What follows belongs to an exercise in optimizing a design on an open flow for small area and a short achievable clock period; a production flow would make more cautious choices.
Function was checked by simulation only, so behaviour that the tests miss may differ from the original.

## flow/design.v (module list and top-level ports; edited modules follow where they fit)
// module thm_corr_lane: 1272 lines
// module thm_corr: 102 lines
module thm_corr (
    input  wire        clk,
    input  wire        rst,         
    input  wire        in_valid,
    input  wire [15:0] in_raw,      
    input  wire [15:0] in_ffc,      
    input  wire        in_ffc_bad,
    input  wire [15:0] in_off_a,    
    input  wire [15:0] in_gain_a,
    input  wire [15:0] in_drift_a,
    input  wire        in_bad_a,
    input  wire [15:0] in_off_b,    
    input  wire [15:0] in_gain_b,
    input  wire [15:0] in_drift_b,
    input  wire        in_bad_b,
    input  wire [15:0] in_t_array,  
    input  wire [15:0] in_t_cal_a,
    input  wire [15:0] in_t_cal_b,
    input  wire [15:0] in_ped_a,
    input  wire [15:0] in_ped_b,
    input  wire [3:0]  in_fade_k,   
    output reg         out_valid,
    output reg  [15:0] out_z,       
    output reg  [15:0] out_z_a,     
    output reg  [15:0] out_z_b,     
    output reg         out_bad_a,   
    output reg         out_bad_b    
);
  // ...
==> flow/flow/run.sh <==
#!/bin/bash
# The standard layout, with Yosys's quick ABC pass inside "synth" turned
# off (synth -noabc), so that extract_fa sees the full-adder trees of the RTL
# as written. Everything else is standard.sh unchanged.
set -euo pipefail
export SYNTH_ARGS="-noabc"
bash standard.sh > standard.log 2>&1
==> flow/standard.sh <==
#!/bin/bash
# synth_recipe.tcl (not shown) runs the flow's synth.tcl, then flattens the netlist and writes it again
# the make line also repeats each setting of config.mk as NAME=value (left out here)
make -C /OpenROAD-flow-scripts/flow DESIGN_CONFIG=/design/flow/config.mk WORK_HOME=/design/flow/orfs CLKGATE_MAP_FILE= SYNTH_SCRIPT=/design/flow/synth_recipe.tcl "${@:-finish}"
==> flow/config.mk <==
export PLATFORM = sky130hd
export DESIGN_NAME = thm_corr
export DESIGN_NICKNAME = thm_corr
export VERILOG_FILES = /design/flow/design.v
export SDC_FILE = /design/flow/constraint.sdc
export NUM_CORES = 4
export LEC_CHECK = 0
export CAP_MARGIN = 20
export CORE_MARGIN = 2
export CORE_UTILIZATION = 40
export SLEW_MARGIN = 20
==> flow/constraint.sdc <==
create_clock -name core_clock -period 35.0 [get_ports {clk}]
set_input_delay 7.0000 -clock core_clock [delete_from_list [all_inputs] [get_ports {clk}]]
set_output_delay 7.0000 -clock core_clock [all_outputs]
set_load 0.01 [all_outputs]
==> impl_metrics.prom, run 1 <==
# TYPE chip_impl_metric gauge
chip_impl_info{name="outcome",value="finished clean"} 1
chip_impl_metric{name="clk_share",unit="%"} 3.43
chip_impl_metric{name="proportion_of_cell_area_occupied_by_registers",unit="%"} 16.1
chip_impl_metric{name="placement.setup.worst_slack",unit="ns"} 26.69
chip_impl_metric{name="n_fill_cell",unit=""} 10800
chip_impl_info{name="largest_class",value="multi-input combinational cells"} 1
chip_impl_metric{name="worst_ep_arrival_time",unit="ns"} 1.52
chip_impl_metric{name="cts_hold_buffers",unit=""} 0
chip_impl_metric{name="cts.sink_count",unit=""} 420
chip_impl_metric{name="finalClockSkew",unit="ns"} 0.0736
chip_impl_metric{name="r2r_cells",unit=""} 21
chip_impl_metric{name="number_of_synthesized_register_bits",unit=""} 420
chip_impl_info{name="post-synth-top-count-cell",value="sky130_fd_sc_hd__fa_1"} 1
chip_impl_metric{name="grtUsageMet2",unit="%"} 37.2
chip_impl_info{name="worst_setup_path_start_kind",value="flip-flop"} 1
chip_impl_metric{name="globalRouteMet3Util",unit="%"} 3.58
chip_impl_info{name="gr-max-usage-layer",value="met2"} 1
chip_impl_metric{name="post_cts_buffers",unit=""} 0
chip_impl_metric{name="synth_async_sr_flop_share",unit="%"} 0
chip_impl_metric{name="post-synth-top-area-fraction",unit="%"} 28.2
chip_impl_metric{name="antenna_violations_before_repair",unit=""} 1
chip_impl_metric{name="vias",unit=""} 34000
chip_impl_metric{name="count_of_clock_net_buffers_in_the_final_layout",unit=""} 55
chip_impl_metric{name="area_growth",unit="%"} 13.0
chip_impl_metric{name="instances_no_fill",unit=""} 6179
chip_impl_metric{name="route.antenna.remaining_nets",unit=""} 0
chip_impl_metric{name="final_hold_viol_count",unit=""} 0
chip_impl_metric{name="die_ht",unit="um"} 344
chip_impl_metric{name="viasPerCell",unit=""} 5.50
chip_impl_metric{name="synth_simple_gate_area_share",unit="%"} 6.70
chip_impl_metric{name="layout.comb_gates.multi_input",unit=""} 3486
chip_impl_metric{name="h_tree_depth_reported_by_cts",unit=""} 2
chip_impl_metric{name="synth.mux.area_fraction",unit="%"} 1.52
chip_impl_metric{name="final_weighted_congestion_of_routability_driven_global_placement",unit=""} 0.930
chip_impl_metric{name="drcViolationCount",unit=""} 0
chip_impl_metric{name="timing.hold.ws",unit="ns"} 0.322
chip_impl_metric{name="syn-num-nets",unit=""} 5754
chip_impl_metric{name="max_freq",unit="GHz"} 0.117
==> run 2: changes to the inputs <==
==> flow/flow/run.sh (replaced) <==
#!/bin/bash
# The standard layout (standard.sh) with two changes:
#  - Yosys's quick ABC pass inside "synth" is turned off (synth -noabc), so
#    that extract_fa sees the full-adder trees of the RTL as written;
#  - the port buffers are sky130_fd_sc_hd__buf_1 (every port still gets one).
# make's full output goes to standard.log; each ORFS step logs under orfs/logs.
set -euo pipefail
export SYNTH_ARGS="-noabc"
export BUFFER_PORTS_ARGS="-buffer_cell sky130_fd_sc_hd__buf_1"
bash standard.sh > standard.log 2>&1
==> run 2 against run 1 <==
Cell count is 0.15% lower. Non-clock buffer count is 6 lower. Hold slack better by 0.0027 ns. Largest cell class unchanged.
==> impl_metrics.prom, run 2 <==
# TYPE chip_impl_metric gauge
chip_impl_info{name="outcome",value="finished clean"} 1
chip_impl_metric{name="ys_warn_count",unit=""} 2
chip_impl_metric{name="max_freq",unit="GHz"} 0.122
chip_impl_metric{name="fp-row-count",unit=""} 124
chip_impl_metric{name="first_pass_iters",unit=""} 7
chip_impl_metric{name="instances_no_fill",unit=""} 6170
chip_impl_metric{name="number_of_gates_on_the_worst_path_with_buffers_counted",unit=""} 21
chip_impl_metric{name="placement.io_buffers",unit=""} 268
chip_impl_info{name="critical-path-top-delay-family",value="adder cells"} 1
chip_impl_info{name="post-synth-top-count-cell",value="sky130_fd_sc_hd__fa_1"} 1
chip_impl_info{name="setup_repair_after_global_routing_missed_its_margin",value="no"} 1
chip_impl_metric{name="area_growth",unit="%"} 9.26
chip_impl_metric{name="final_weighted_congestion_of_routability_driven_global_placement",unit=""} 0.933
chip_impl_metric{name="antenna_violations_before_repair",unit=""} 4
chip_impl_info{name="type_of_the_most_critical_hold_path",value="reg -> reg"} 1
chip_impl_metric{name="n_fill_cell",unit=""} 11000
chip_impl_info{name="worst_hold_startpoint",value="s2_bad_b"} 1
chip_impl_metric{name="core_area",unit="sq um"} 115000
chip_impl_metric{name="gr_usage_total",unit="%"} 22.5
chip_impl_metric{name="synth_async_sr_flop_share",unit="%"} 0
chip_impl_info{name="type_of_the_worst_setup_path",value="reg -> reg"} 1
chip_impl_metric{name="xor_xnor_portion_of_the_synthesized_cell_area",unit="%"} 12.8
chip_impl_metric{name="post_synth_inst_count",unit=""} 4486
chip_impl_metric{name="finalClockSkew",unit="ns"} 0.0266
chip_impl_info{name="cts_root_buf",value="sky130_fd_sc_hd__clkbuf_16"} 1
chip_impl_metric{name="grt_start_max_net_pins",unit=""} 32
chip_impl_metric{name="final_layout_size_suffix_gt1_share",unit="%"} 5.09
chip_impl_metric{name="post_cts_resize_count",unit=""} 0
chip_impl_metric{name="die_area",unit="sq um"} 118000
chip_impl_metric{name="final_hold_viol_count",unit=""} 0
chip_impl_info{name="critical-path-slowest-cell",value="sky130_fd_sc_hd__dfxtp_1"} 1
chip_impl_metric{name="placedCellCount",unit=""} 6081
chip_impl_metric{name="post-route-min-period",unit="ns"} 8.19
chip_impl_metric{name="grt_pass1_wl",unit="um"} 205000
chip_impl_metric{name="grt_ovf",unit=""} 0
chip_impl_metric{name="cts.clk_slew.worst_paths",unit="ns"} 0.06
chip_impl_metric{name="netlist_area",unit="sq um"} 46300
chip_impl_info{name="worst_setup_path_start_kind",value="flip-flop"} 1
chip_impl_metric{name="layout.cell_area.non_filler",unit="sq um"} 50600
chip_impl_metric{name="synth.mux.area_fraction",unit="%"} 1.52
chip_impl_info{name="crit_path_end_kind",value="flip-flop"} 1
chip_impl_metric{name="tightestPinTransition",unit="ns"} 1.13
chip_impl_metric{name="post_cts_buffers",unit=""} 0
chip_impl_metric{name="crit_fanout",unit=""} 26
chip_impl_metric{name="worst_path_largest_cell_delay",unit="ns"} 0.89
chip_impl_metric{name="route.antenna.remaining_nets",unit=""} 0
chip_impl_metric{name="cts_hold_buffers",unit=""} 0
chip_impl_metric{name="drcViolationCount",unit=""} 0
chip_impl_metric{name="design.final.nets",unit=""} 5886
chip_impl_metric{name="final-setup-viol-count",unit=""} 0
chip_impl_metric{name="synth_compound_gate_area_share",unit="%"} 17.1
chip_impl_metric{name="vias",unit=""} 34000
chip_impl_metric{name="timing.final.max_slew_violations",unit=""} 0
chip_impl_metric{name="syn-num-nets",unit=""} 5754
chip_impl_metric{name="layout_worst_path_cycle_share",unit="%"} 23.4
chip_impl_metric{name="viasPerCell",unit=""} 5.51
chip_impl_metric{name="first_global_vias",unit=""} 34600
chip_impl_metric{name="r2r_cells",unit=""} 21
chip_impl_info{name="ys_flop_type",value="sky130_fd_sc_hd__dfxtp_1"} 1
chip_impl_info{name="worst_setup_path_startpoint",value="s2_gain_a[1]"} 1
chip_impl_info{name="most-common-layout-cells",value="sky130_fd_sc_hd__fa_1 (652), sky130_fd_sc_hd__xnor2_1 (605), sky130_fd_sc_hd__dfxtp_1 (420)"} 1
chip_impl_info{name="netlist.top_cell.by_area",value="sky130_fd_sc_hd__fa_1"} 1
chip_impl_metric{name="routed_wirelength",unit="um"} 134000
chip_impl_metric{name="post-synth-top-area-fraction",unit="%"} 28.2
chip_impl_info{name="tritoncts",value="done"} 1
chip_impl_metric{name="die_width",unit="um"} 344
chip_impl_metric{name="worstPathRequired",unit="ns"} 35.46
chip_impl_metric{name="totalNegativeSetupSlack",unit="ns"} 0
chip_impl_metric{name="effective_utilization_at_floorplan",unit="%"} 40.4
chip_impl_metric{name="synth_simple_gate_area_share",unit="%"} 6.70
chip_impl_metric{name="seq_area_frac_synth",unit="%"} 18.2
chip_impl_metric{name="tritoncts.num_buffers",unit=""} 47
chip_impl_metric{name="placement.cell_area",unit="sq um"} 48800
chip_impl_metric{name="syn-mean-instance-area",unit="sq um"} 10.3
chip_impl_metric{name="cp_num_buf_inv",unit=""} 1
chip_impl_info{name="synth_area_leaders",value="sky130_fd_sc_hd__fa_1 (28%), sky130_fd_sc_hd__dfxtp_1 (18%), sky130_fd_sc_hd__xnor2_1 (12%)"} 1
chip_impl_metric{name="drv_cap",unit=""} 0
chip_impl_metric{name="synth_fa_ha_area_share",unit="%"} 39.0
chip_impl_metric{name="wl_per_cell",unit="um"} 21.7
chip_impl_info{name="synth_top_family_by_area",value="adder cells"} 1
chip_impl_metric{name="hpwl",unit="um"} 110000
chip_impl_info{name="most_common_library_cell_in_the_layout_ignoring_fill_and_taps",value="sky130_fd_sc_hd__fa_1"} 1
chip_impl_metric{name="die_ht",unit="um"} 344
chip_impl_metric{name="synth.lib_cells_used.distinct",unit=""} 95
chip_impl_metric{name="synth-edff-count",unit=""} 0
chip_impl_metric{name="h_tree_depth_reported_by_cts",unit=""} 2
chip_impl_metric{name="min_delay_path_depth",unit=""} 0
chip_impl_metric{name="cts_max_path_buffers",unit=""} 3
chip_impl_metric{name="worst_ep_arrival_time",unit="ns"} 8.65
chip_impl_metric{name="cts.sink_count",unit=""} 420
chip_impl_info{name="crit_reg_reg_startpoint",value="s2_gain_a[1]"} 1
chip_impl_metric{name="detail_route.iter0.violations",unit=""} 2363
chip_impl_info{name="largestRegisters",value="u_lane_a.diff (21), u_lane_b.diff (21)"} 1
chip_impl_info{name="crit_top_cell",value="sky130_fd_sc_hd__fa_1"} 1
chip_impl_metric{name="number_of_synthesized_register_bits",unit=""} 420
chip_impl_info{name="synth.cells.most_frequent",value="sky130_fd_sc_hd__fa_1 (652), sky130_fd_sc_hd__xnor2_1 (613), sky130_fd_sc_hd__dfxtp_1 (420), sky130_fd_sc_hd__ha_1 (398), sky130_fd_sc_hd__inv_1 (315)"} 1
chip_impl_metric{name="clock_latency_late_sink",unit="ns"} 0.64
chip_impl_metric{name="timing.max_slew.rel_slack",unit="%"} 24.5
chip_impl_metric{name="num_io_pins",unit=""} 269
chip_impl_info{name="critical_path.cell_chain",value="ha_1 > nand2b_1 > inv_1 > xnor2_1 > o22ai_1 > fa_1 > fa_1 > fa_1 > fa_1 > fa_1 > ha_1 > nand4_1 > nor3_1 > a211o_1 > a221o_2 > a31oi_4 > o21bai_2 > o31a_1 > mux2i_2 > nor4_4 > a21oi_1"} 1
run 2: changes by cell type in the layout (fill, tap and decap cells not counted), moves of 3 or more:
cell                              delta
sky130_fd_sc_hd__clkinv_8            +3
sky130_fd_sc_hd__inv_6               -7
sky130_fd_sc_hd__clkbuf_16           -4
sky130_fd_sc_hd__clkbuf_8            +4
sky130_fd_sc_hd__buf_1             +268
sky130_fd_sc_hd__buf_4               -6
sky130_fd_sc_hd__clkdlybuf4s50_1   -268
run 2: path summary, 6_finish.rpt:
kind,slack (ns),endpoint
worst max-delay path,26.81,u_lane_a.z[7]
worst min-delay path,0.32,s3_bad_b
worst max register to register,26.81,u_lane_a.z[7]
worst min register to register,0.32,s3_bad_b
run 2: per-stage QoR:
stage / utilization (%) / worst slack, ns / hold slack, ns
floorplan: - / 27.58 / 0.310
finish: 44.2 / 26.81 / 0.324
global route: 44.2 / 26.25 / 0.329
global placement: 42.6 / 26.93 / 0.310
detailed placement: 42.6 / 26.81 / 0.312
CTS: 44.2 / 26.80 / 0.326
run 2: kinds of logic (layout without fill, tap and decap cells):
| family | count (synthesis) | in the layout |
|---|---|---|
| AO/OA/AOI/OAI | 1123 | 1123 |
| adder cells (fa/ha/maj) | 1050 | 1050 |
| XOR/XNOR | 667 | 667 |
| buffers and inverters | 580 | 751 |
| AND/OR/NAND/NOR | 578 | 578 |
| flip-flops | 420 | 420 |
| multiplexers | 68 | 68 |
| other | 0 | 1 |
run 2: layout make-up:
class | count | area (sq um) | area share, %
inverters | 332 | 1250 | 2.46
clock buffers | 56 | 1270 | 2.51
multi-input cells | 3486 | 35800 | 70.7
flip-flops and latches | 420 | 8410 | 16.6
clock inverters | 32 | 509 | 1.01
well taps | 1512 | 1890 | 3.74
repair buffers | 331 | 1480 | 2.92
diodes | 1 | 2.50 | 0.00495
run 2: worst reg2reg max path, stage by stage, from the launching register on:
cell                       delay, ns
sky130_fd_sc_hd__dfxtp_1        0.89
sky130_fd_sc_hd__ha_1           0.27
sky130_fd_sc_hd__nand2b_1       0.23
sky130_fd_sc_hd__inv_1          0.48
sky130_fd_sc_hd__xnor2_1        0.38
sky130_fd_sc_hd__o22ai_1        0.15
sky130_fd_sc_hd__fa_1           0.52
sky130_fd_sc_hd__fa_1           0.52
sky130_fd_sc_hd__fa_1           0.55
sky130_fd_sc_hd__fa_1           0.53
sky130_fd_sc_hd__fa_1           0.49
sky130_fd_sc_hd__ha_1           0.37
sky130_fd_sc_hd__nand4_1        0.14
sky130_fd_sc_hd__nor3_1         0.07
sky130_fd_sc_hd__a211o_1        0.28
sky130_fd_sc_hd__a221o_2        0.47
sky130_fd_sc_hd__a31oi_4        0.21
sky130_fd_sc_hd__o21bai_2       0.10
sky130_fd_sc_hd__o31a_1         0.31
sky130_fd_sc_hd__mux2i_2        0.19
sky130_fd_sc_hd__nor4_4         0.70
sky130_fd_sc_hd__a21oi_1        0.17
run 2: layer usage:
| layer | share of wire (%) | vias up | track usage (%) |
|---|---|---|---|
| met3 | 7.6 | 195 | 4.66 |
| met5 | 0.0075 | - | 0 |
| met4 | 3.1 | 2 | 6.91 |
| met1 | 44 | 16700 | 30.8 |
| met2 | 45 | 1279 | 35.8 |
| li1 | - | 15800 | - |

[re-timing with driven ports]
The flow's constraints put no driver on any port. The routed layouts listed below were extracted and timed again, unchanged, in two steps. Step 1 (the two cells are an assumption about what drives the block):
set clk [get_ports {clk}]
set_driving_cell -lib_cell sky130_fd_sc_hd__clkbuf_16 $clk
set_driving_cell -lib_cell sky130_fd_sc_hd__buf_2 [delete_from_list [all_inputs] $clk]
Step 2 also shifts input and output timing later by t, the mid clock arrival at the registers, as if the neighbouring blocks saw the same clock. Three values: ideal ports, drivers, drivers and shift; two values: the first two.
| run | t (ns) | setup slack, ns | hold slack, ns |
|---|---|---|---|
| run 1 | 0.689 | 26.484 / 26.412 / 26.671 | 0.322 / 0.322 / 0.322 |
| run 2 | 0.696 | 26.807 / 26.807 / 26.807 | 0.324 / 0.324 / 0.324 |
After both steps setup and hold are still met in every run listed.
